From an optimization exercise on the open Yosys and OpenROAD flow, aimed at small area, a short achievable clock period and few clock cycles per item; shortcuts taken in it are not production practice.
Only simulation tests tie the RTL to the original design; equivalence was not proved.
Power is estimated from default activity; no workload was simulated.

alpha:
==> flow/design.v (excerpt) <==
module dz16_rs_dec (
    input             clk,
    input             rst,         
    input             in_valid,
    output            in_ready,
    input      [63:0] in_data,
    output            out_valid,
    input             out_ready,
    output     [63:0] out_data,
    output            out_last,
    output     [1:0]  out_status   
);
    localparam [1:0] ST_CLEAN = 2'd0, ST_CORR = 2'd1, ST_UNCORR = 2'd2, ST_POISON = 2'd3;
    localparam integer NROW = 12;
    localparam [63:0] POISON_S = 64'h917fe9c4ff071064;
    function [7:0] gf_mul(input [7:0] a, input [7:0] b);
        integer i;
        reg [7:0] p, aa;
        begin
            p  = 8'd0;
            aa = a;
            for (i = 0; i < 8; i = i + 1) begin
                if (b[i]) p = p ^ aa;
                aa = {aa[6:0], 1'b0} ^ (aa[7] ? 8'h1D : 8'h00);
            end
            gf_mul = p;
        end
    endfunction
    localparam [3:0] LAM = 4'hf;
    function [3:0] g16_mul(input [3:0] a, input [3:0] b);
        integer i;
        reg [3:0] p, aa;
        begin
            p  = 4'd0;
            aa = a;
            for (i = 0; i < 4; i = i + 1) begin
                if (b[i]) p = p ^ aa;
                aa = {aa[2:0], 1'b0} ^ (aa[3] ? 4'h3 : 4'h0);
            end
            g16_mul = p;
        end
    endfunction
    function [7:0] cm(input [7:0] a, input [7:0] b);
        reg [3:0] m0, m1, m2;
        begin
            m0 = g16_mul(a[3:0], b[3:0]);
            m1 = g16_mul(a[7:4], b[7:4]);
            m2 = g16_mul(a[3:0] ^ a[7:4], b[3:0] ^ b[7:4]);
            cm = {m2 ^ m0, m0 ^ g16_mul(LAM, m1)};
        end
    endfunction
    function [7:0] csq(input [7:0] a);
        reg [3:0] h, l;
        begin
  ...
For scale: ~6100 cells after synthesis, about 1100 flip-flops, roughly 0.059 mm2 of cells after synthesis.
Settings: LEC_CHECK=0, CAP_MARGIN=20, CORE_MARGIN=2, CORE_UTILIZATION=40, SETUP_SLACK_MARGIN=5, SLEW_MARGIN=20; clock period 10.0 ns.
standard.sh (not shown) runs the stock make flow with config.mk's settings and CLKGATE_MAP_FILE= SYNTH_SCRIPT=/design/flow/synth_recipe.tcl, a recipe that flattens the netlist after the stock synthesis.
==> flow/flow/run.sh <==
#!/bin/bash
# The standard layout (standard.sh, unchanged synthesis and steps), except
# that the input and output ports are buffered with buf_2 cells instead of
# the default port buffer cell. Full make output goes to standard.log.
set -uo pipefail
export BUFFER_PORTS_ARGS="-buffer_cell sky130_fd_sc_hd__buf_2"
bash standard.sh > standard.log 2>&1
alpha went all the way through synthesis, placement and routing and the layout is clean on timing, DRC and antenna.
Testbench counts of alpha, summed over its fixed seeds: cycles 17,376, items 1,920.
> inputs changed (alpha -> beta)
==> flow/flow/run.sh <==
#!/bin/bash
# The standard layout (standard.sh, unchanged synthesis and steps), except
#  - the input and output ports are buffered with buf_2 cells instead of the
#    default port buffer cell;
#  - clock tree synthesis does not add dummy loads to the clock tree leaves,
#    and clusters up to 24 registers (80 um across) per leaf buffer.
# Full make output goes to standard.log; ORFS's per-step logs stay in orfs/logs.
set -uo pipefail
export BUFFER_PORTS_ARGS="-buffer_cell sky130_fd_sc_hd__buf_2"
export CTS_ARGS="-sink_clustering_enable -repair_clock_nets -dont_use_dummy_load -sink_clustering_size 24 -sink_clustering_max_diameter 80"
bash standard.sh > standard.log 2>&1
Notes after the runs:
alpha and beta ended up with roughly the same power drawn by the combinational cells.
For beta, the launching element of the worst setup path was out_ready, unlike alpha, where it was c_y1[1].
beta vs alpha — worst-case setup margin in the final layout rose 0.010 ns.
In the reports for alpha and beta, the larger share of cell area taken by multi-input logic gates belongs to beta.
On highest attainable clock frequency, alpha tracks beta almost exactly.
The final reports for beta and alpha show number of cells on the critical path higher in the former.
~same die area in alpha and beta
Compared with alpha, beta shows a lower area added between synthesis and finish.
Transition time at the pin with the least slew margin ends up higher on beta.
beta vs alpha: final cell count down slightly
Leakage power total in beta is 4.3% lower than in alpha
### beta -> gamma
==> flow/flow/run.sh <==
#!/bin/bash
# The standard layout (standard.sh, unchanged synthesis and steps), except
#  - the input and output ports are buffered with buf_2 cells instead of the
#    default port buffer cell;
#  - clock tree synthesis does not add dummy loads to the clock tree leaves,
#    and clusters up to 30 registers (100 um across) per leaf buffer.
# Full make output goes to standard.log; ORFS's per-step logs stay in orfs/logs.
set -uo pipefail
export BUFFER_PORTS_ARGS="-buffer_cell sky130_fd_sc_hd__buf_2"
export CTS_ARGS="-sink_clustering_enable -repair_clock_nets -dont_use_dummy_load -sink_clustering_size 30 -sink_clustering_max_diameter 100"
bash standard.sh > standard.log 2>&1
Findings:
- Of beta and gamma, the run reporting the lower part of the power in the clock network was gamma.
- Filler-free cell count of the finished design across beta and gamma: no real change.
- Relative to beta, post-route cell area has decreased by about 0.55% in gamma.
- In terms of largest voltage drop on the vdd net, beta and gamma differ only marginally.
- beta → gamma: fmax roughly the same; final worst-path setup slack now sits lower; overall power lower; cell internal power dissipation shows a reduction of 1.9%.
- Row relative area change from synthesis to final layout: gamma lower / beta higher
- There was hardly any difference in share of the clock period used by the worst path between gamma and beta.
diff inputs: gamma => delta
Settings: a change of CORE_UTILIZATION from 40 to 60.
==> flow/flow/run.sh <==
#!/bin/bash
# The standard layout (standard.sh, unchanged synthesis and steps), except
# that the input and output ports are buffered with buf_2 cells instead of
# the default port buffer cell. Full make output goes to standard.log.
set -uo pipefail
export BUFFER_PORTS_ARGS="-buffer_cell sky130_fd_sc_hd__buf_2"
bash standard.sh > standard.log 2>&1
Notes after the runs:
- Lower leakage dissipation goes to gamma over delta.
- Number of buffers inserted during clock tree synthesis in delta is 54 higher than in gamma
- Relative to gamma, delta degrades worst setup slack.
- Reported for gamma and delta, synthesized cell count turned out identical to the last digit.

## afterwards: timing with drivers on the ports
The flow's constraints put no driver on any port. The routed layouts listed below were extracted and timed again, unchanged, in two steps. Step 1, drivers: a clkbuf_16 drives clk and a buf_2 each remaining input, both assumed. Step 2, shift: input delay + t, output delay - t, t = (earliest + latest rising clock arrival at the registers) / 2. This alone moves slack from input paths to output paths. Three values: ideal, step 1, step 2; two values: the first two.
run	t (ns)	setup WS [ns]	worst setup path after step 2	clock arrival spread, ns	worst data-port slew with drivers (ns)
alpha	0.785	5.064 / 4.991 / 4.553	input to register	0.075 / 0.075	0.07
beta	0.726	5.074 / 5.044 / 4.515	input to register	0.108 / 0.108	0.07
gamma	0.709	5.067 / 5.037 / 4.591	input to register	0.111 / 0.112	0.06
delta	0.757	5.023 / 4.924 / 4.167	input to register	0.058 / 0.058	0.16
After both steps every run listed still meets setup and hold. For delta, which loses most, drivers alone change the setup slack by -0.099 ns; drivers and shift together by -0.856 ns.
